This is an optimization exercise on Yosys and OpenROAD, whose aim is small area, a short achievable clock period and few clock cycles per item, not a production implementation. Only simulation tests tie the RTL to the original design; equivalence was not proved.

==> flow/design.v <==
module wfq_sched (
    input             clk,
    input             rst,           
    input             cmd_valid,
    output            cmd_ready,
    input      [2:0]  cmd_op,
    input      [3:0]  cmd_q,
    input      [63:0] cmd_arg,
    output reg        rsp_valid,
    output reg        rsp_none,
    output reg [3:0]  rsp_q,
    output     [63:0] rsp_tag
);
    localparam OP_SETW   = 3'd0;
    localparam OP_ELIG   = 3'd1;
    localparam OP_SELECT = 3'd2;
    localparam OP_END    = 3'd3;
    localparam OP_REBASE = 3'd4;
    localparam OP_LOADF  = 3'd5;
    integer i, j, k;
    function cmp64;
        input [63:0] a;
        input [63:0] b;
        input        cin;
        reg   [63:0] g;
        reg   [63:0] p;
        integer w, n;
        begin
            g = a & ~b;
            p = a | ~b;
            g[0] = g[0] | (p[0] & cin);
            for (w = 1; w < 64; w = w * 2)
                for (n = 0; n < 63; n = n + 2 * w)
                    if (n + w < 63) begin
                        g[n] = g[n+w] | (p[n+w] & g[n]);
                        p[n] = p[n+w] & p[n];
                    end
            cmp64 = a[63] ^ ~b[63] ^ g[0];
        end
    endfunction
    function [63:0] add_cost;
        input [63:0] a;
        input [30:0] b;
        reg   [30:0] x;
        reg   [30:0] g;
        reg   [30:0] p;
        reg   [32:0] u;
        reg   [63:0] r;
        integer l, n, m;
        begin
            x = a[30:0] ^ b;
            g = a[30:0] & b;
            p = x;
            for (l = 0; l < 5; l = l + 1)
                for (n = 0; n < 31; n = n + 1)
                    if ((n >> l) & 1) begin
                        m = ((n >> l) << l) - 1;
                        g[n] = g[n] | (p[n] & g[m]);
                        p[n] = p[n] & p[m];
                    end
            r[0] = x[0];
            for (n = 1; n < 31; n = n + 1)
                r[n] = x[n] ^ g[n-1];
            u = a[63:31];
            for (l = 0; l < 6; l = l + 1)
                for (n = 0; n < 33; n = n + 1)
                    if ((n >> l) & 1) begin
                        m = ((n >> l) << l) - 1;
                        u[n] = u[n] & u[m];
                    end
            r[31] = a[31] ^ g[30];
            for (n = 1; n < 33; n = n + 1)
                r[31+n] = a[31+n] ^ (g[30] & u[n-1]);
            add_cost = r;
        end
    endfunction
    function [38:0] dstep;
        input [38:0] st;
        input [6:0]  wd;
        reg   [8:0]  w3;
        reg   [8:0]  t;
        reg   [9:0]  d1;
        reg   [9:0]  d2;
        reg   [9:0]  d3;
        reg   [6:0]  r;
        reg   [1:0]  qd;
        begin
            w3 = {2'b0, wd} + {1'b0, wd, 1'b0};
            t  = {st[38:32], st[31:30]};
            d1 = {1'b0, t} - {3'b0, wd};
            d2 = {1'b0, t} - {2'b0, wd, 1'b0};
            d3 = {1'b0, t} - {1'b0, w3};
            if (!d3[9]) begin
                r = d3[6:0]; qd = 2'd3;
            end else if (!d2[9]) begin
                r = d2[6:0]; qd = 2'd2;
            end else if (!d1[9]) begin
                r = d1[6:0]; qd = 2'd1;
            end else begin
                r = t[6:0]; qd = 2'd0;
            end
            dstep = {r, st[29:0], qd};
        end
    endfunction
    function [38:0] dsteps;
        input [38:0] st;
        input [6:0]  wd;
        input integer cnt;
        reg   [38:0] t;
        integer m;
        begin
            t = st;
            for (m = 0; m < 16; m = m + 1)
                if (m < cnt)
                    t = dstep(t, wd);
            dsteps = t;
        end
    endfunction
    reg        rst_r;
    reg        rdy;
    reg        busy;         
    reg [3:0]  fold_k;
    wire       accept = cmd_valid && rdy && !rst;
    wire       busy_next;
    wire       rl_wait;      
    wire       end_wait;     
    assign cmd_ready = rdy;
    reg        v1;
    reg [2:0]  op1;
    reg [3:0]  q1;
    reg [63:0] a1;
    wire       hold1 = busy || rl_wait || end_wait;
    always @(posedge clk) begin
        rst_r <= rst;
        rdy   <= !rst && !busy_next && !rl_wait &&
                 !(accept && (cmd_op == OP_REBASE || cmd_op == OP_LOADF)) &&
                 !(accept && cmd_op == OP_END && v1 && op1 == OP_END) &&
                 !(busy && end_wait);
        if (rst)
            v1 <= 1'b0;
        else if (!hold1)
            v1 <= accept;
        if (!hold1) begin
            op1 <= cmd_op;
            q1  <= cmd_q;
            a1  <= cmd_arg;
        end
    end
    reg [6:0] weight [0:15];
    wire       w_wr = v1 && op1 == OP_SETW && a1[6:0] != 7'd0;
    wire [6:0] w_wd = rst_r ? 7'd1 : a1[6:0];
    always @(posedge clk) begin
        for (k = 0; k < 16; k = k + 1)
            if (rst_r || (w_wr && q1 == k))
                weight[k] <= w_wd;
    end
    localparam NS = 5;            
    localparam DW = 47;           
    wire        hold = busy;
    wire [14:0] len20 = {1'b0, a1[13:0]} + 15'd20;
    wire [6:0]  w1    = weight[q1];
    reg           pv [1:NS];
    reg [2:0]     pop [1:NS];
    reg [3:0]     pq [1:NS];
    reg [DW-1:0]  pd [1:NS];
    reg [15:0]    dq5;           
    reg           p2e;           
    reg           p4e;           
    wire        e1 = v1 && op1 == OP_END;
    wire        p1_end = pv[1] && pop[1] == OP_END;
    assign      end_wait = e1 && p1_end;
    wire [38:0] u0    = dsteps({7'd0, 1'b0, len20, 16'd0}, w1, 4);
    wire [38:0] u1_in = p2e ? pd[2][38:0] : pd[1][38:0];
    wire [6:0]  u1_w  = p2e ? pd[2][45:39] : pd[1][45:39];
    wire [38:0] u1    = dsteps(u1_in, u1_w, 3);
    wire [38:0] u2_in = p4e ? pd[4][38:0] : pd[3][38:0];
    wire [6:0]  u2_w  = p4e ? pd[4][45:39] : pd[3][45:39];
    wire [38:0] u2    = dsteps(u2_in, u2_w, 3);
    integer       ps;
    always @(posedge clk) begin
        for (ps = 1; ps <= NS; ps = ps + 1) begin
            if (rst)
                pv[ps] <= 1'b0;
            else if (!hold)
                pv[ps] <= (ps == 1) ? (v1 && !(op1 == OP_REBASE || op1 == OP_LOADF) && !end_wait)
                                    : pv[ps-1];
        end
        if (rst) begin
            p2e <= 1'b0;
            p4e <= 1'b0;
        end else if (!hold) begin
            p2e <= p1_end;
            p4e <= pv[3] && pop[3] == OP_END;
        end
        if (!hold) begin
            pop[1] <= op1;
            pq[1]  <= q1;
            pd[1]  <= {a1[16], w1, u0};
            pd[2]  <= {pd[1][46:39], u1};
            pd[3]  <= {pd[2][46:39], u1};
            pd[4]  <= {pd[3][46:39], u2};
            pd[5]  <= {pd[4][46:39], u2};
            dq5    <= 16'd1 << pq[4];
            for (ps = 2; ps <= NS; ps = ps + 1) begin
                pop[ps] <= pop[ps-1];
                pq[ps]  <= pq[ps-1];
            end
        end
    end
    wire       v4  = pv[NS];
    wire [2:0] op4 = pop[NS];
    wire [3:0] q4  = pq[NS];
    wire [46:0] d4 = pd[NS];
    wire       pipe_busy = pv[1] || pv[2] || pv[3] || pv[4] || pv[5];
    reg [63:0]  s_tag [0:15];
    reg [63:0]  f_tag [0:15];
    reg [15:0]  elig;
    reg [63:0]  vtime;
    assign rsp_tag = vtime;
    reg [255:0] sb;
    wire        rl1     = v1 && (op1 == OP_REBASE || op1 == OP_LOADF);
    wire        rl_go   = rl1 && !pipe_busy && !busy;
    assign      rl_wait = rl1 && !rl_go;
    wire        ex      = v4 && !busy;
    wire        is_elig = ex && op4 == OP_ELIG;
    wire        is_sel  = ex && op4 == OP_SELECT;
    wire        is_end  = ex && op4 == OP_END;
    wire        is_reb  = rl_go && op1 == OP_REBASE;
    wire        is_ldf  = rl_go && op1 == OP_LOADF;
    wire [30:0] cost    = d4[30:0];
    wire        keep    = d4[46];
    wire [15:0] dq      = dq5;
    wire [15:0] dq1     = 16'd1 << q1;
    wire [15:0] dk      = 16'd1 << fold_k;
    reg [15:0] win;
    always @(*) begin
        for (i = 0; i < 16; i = i + 1) begin
            win[i] = elig[i];
            for (j = 0; j < 16; j = j + 1) begin
                if (j < i && elig[j] && !sb[j*16+i]) win[i] = 1'b0;
                if (j > i && elig[j] &&  sb[i*16+j]) win[i] = 1'b0;
            end
        end
    end
    wire found = |elig;
    reg [3:0] win_q;
    always @(*) begin
        win_q = 4'd0;
        for (i = 0; i < 16; i = i + 1)
            if (win[i]) win_q = win_q | i[3:0];
    end
    wire [15:0] ssel = (op4 == OP_SELECT) ? win : dq;
    wire [15:0] fsel = busy ? dk : dq;
    reg [63:0] s_rd;
    reg [63:0] f_rd;
    always @(*) begin
        s_rd = 64'd0;
        f_rd = 64'd0;
        for (i = 0; i < 16; i = i + 1) begin
            s_rd = s_rd | ({64{ssel[i]}} & s_tag[i]);
            f_rd = f_rd | ({64{fsel[i]}} & f_tag[i]);
        end
    end
    wire [63:0] new_f   = s_rd + {33'd0, cost};
    wire [63:0] later_v = (cmp64(vtime, f_rd, 1'b1) || (busy && fold_k == 4'd0)) ? f_rd : vtime;
    wire [63:0] xs = (op4 == OP_ELIG) ? later_v : new_f;    
    wire s_wr = is_elig || (is_end && keep);
    reg [15:0] cs;
    always @(*) begin
        for (j = 0; j < 16; j = j + 1)
            cs[j] = cmp64(xs, s_tag[j], |(dq >> (j + 1)));
    end
    wire [15:0] elig_after = keep ? elig : (elig & ~dq);
    wire        end_none   = is_end && elig_after == 16'd0;
    assign busy_next = !rst_r && (end_none || (busy && fold_k != 4'd15));
    genvar ga, gb;
    generate
        for (ga = 0; ga < 16; ga = ga + 1) begin : g_a
            for (gb = ga + 1; gb < 16; gb = gb + 1) begin : g_b
                always @(posedge clk) begin
                    if (rst_r || is_reb)
                        sb[ga*16+gb] <= 1'b0;
                    else if (s_wr && dq[ga])
                        sb[ga*16+gb] <= !cs[gb];
                    else if (s_wr && dq[gb])
                        sb[ga*16+gb] <= cs[ga];
                end
            end
        end
    endgenerate
    wire        all_wr  = rst_r || is_reb;
    wire [63:0] rb_data = rst_r ? 64'd0 : a1;
    wire [63:0] s_wd = all_wr ? rb_data : xs;
    wire [63:0] f_wd = (all_wr || is_ldf) ? rb_data : new_f;
    always @(posedge clk) begin
        for (k = 0; k < 16; k = k + 1) begin
            if (all_wr || (s_wr && dq[k]))
                s_tag[k] <= s_wd;
            if (all_wr || (is_end && dq[k]) || (is_ldf && dq1[k]))
                f_tag[k] <= f_wd;
        end
        if (all_wr)
            elig <= 16'd0;
        else if (is_elig)
            elig <= elig | dq;
        else if (is_end)
            elig <= elig_after;
        busy <= busy_next;
        if (!busy)
            fold_k <= 4'd0;
        else
            fold_k <= fold_k + 4'd1;
        if (all_wr)
            vtime <= rb_data;
        else if (busy)
            vtime <= later_v;
        else if (is_sel && found)
            vtime <= s_rd;
        rsp_valid <= is_sel && !rst;
        rsp_none  <= !found;
        rsp_q     <= win_q;
    end
endmodule
clock: 65.0 ns
lec_check: 0
cap_margin: 20
core_margin: 2
core_utilization: 55
cts_cluster_diameter: 120
cts_cluster_size: 24
place_density: 0.65
slew_margin: 20
standard.sh (not shown) runs the stock make flow with config.mk's settings and CLKGATE_MAP_FILE= SYNTH_SCRIPT=/design/flow/synth_recipe.tcl, a recipe that flattens the netlist after the stock synthesis.
==> flow/flow/run.sh <==
#!/bin/bash
# Standard layout, with these changes:
# - the port buffers are sky130_fd_sc_hd__buf_4 instead of the cell
#   buffer_ports picks by default;
# - the repair_timing run after clock tree synthesis aims at a 14.2 ns
#   period (setup margin 50.8 ns against the 65 ns clock), and the one
#   after global routing, with its better parasitics, at 13.8 ns (margin
#   51.2 ns), so that the longest paths between registers are sized up.
# The clock, its period and the constraints are the design's. Each run of
# standard.sh logs to its own file; ORFS's own logs are under orfs/logs.
set -euo pipefail
export BUFFER_PORTS_ARGS="-buffer_cell sky130_fd_sc_hd__buf_4"
bash standard.sh synth floorplan place > standard_place.log 2>&1
SETUP_SLACK_MARGIN=50.8 bash standard.sh cts > standard_cts.log 2>&1
SETUP_SLACK_MARGIN=51.2 bash standard.sh grt > standard_grt.log 2>&1
bash standard.sh > standard_finish.log 2>&1
Testbench counts at the start, summed over its fixed seeds: cycles 24,096, items 24,000.
Rerun with:
--- a/flow/design.v
+++ b/flow/design.v
@@ -129,4 +129,5 @@
     reg [2:0]  op1;
     reg [3:0]  q1;
+    reg [15:0] dq1;          
     reg [63:0] a1;
     wire       hold1 = busy || rl_wait || end_wait;
@@ -144,4 +145,5 @@
             op1 <= cmd_op;
             q1  <= cmd_q;
+            dq1 <= 16'd1 << cmd_q;
             a1  <= cmd_arg;
         end
@@ -152,5 +154,5 @@
     always @(posedge clk) begin
         for (k = 0; k < 16; k = k + 1)
-            if (rst_r || (w_wr && q1 == k))
+            if (rst_r || (w_wr && dq1[k]))
                 weight[k] <= w_wd;
     end
@@ -159,5 +161,10 @@
     wire        hold = busy;
     wire [14:0] len20 = {1'b0, a1[13:0]} + 15'd20;
-    wire [6:0]  w1    = weight[q1];
+    reg  [6:0]  w1;
+    always @(*) begin
+        w1 = 7'd0;
+        for (i = 0; i < 16; i = i + 1)
+            w1 = w1 | ({7{dq1[i]}} & weight[i]);
+    end
     reg           pv [1:NS];
     reg [2:0]     pop [1:NS];
@@ -231,5 +238,4 @@
     wire        keep    = d4[46];
     wire [15:0] dq      = dq5;
-    wire [15:0] dq1     = 16'd1 << q1;
     wire [15:0] dk      = 16'd1 << fold_k;
     reg [15:0] win;
Result: Fmax hardly moves. Synthesized cell count climbs slightly. Die area goes up slightly. Critical path depth does not change. Via count increases by a few percent.
Testbench counts after the change, summed over its fixed seeds: cycles 24,096, items 24,000.

==> separate check: timing with driven ports <==
The results above use ideal ports. As a check the final layouts listed here were re-extracted and re-timed, cells and wires unchanged.
Step 1 (the two cells are an assumption about what drives the block):
set clk [get_ports {clk}]
set_driving_cell -lib_cell sky130_fd_sc_hd__clkbuf_16 $clk
set_driving_cell -lib_cell sky130_fd_sc_hd__buf_2 [delete_from_list [all_inputs] $clk]
Step 2 also shifts input and output timing later by t, the mid clock arrival at the registers, as if the neighbouring blocks saw the same clock.
Slacks: ideal / step 1 / step 2; pairs: ideal / step 1.
run | t (ns) | slack for setup (ns) | clock arrival spread, ns | cell pins on the clock port's net
the first run | 0.988 | 50.450 / 50.341 / 51.073 | 0.070 / 0.070 | 1
the second run | 0.966 | 50.432 / 50.333 / 50.720 | 0.059 / 0.059 | 1
After both steps setup and hold are still met in every run listed.
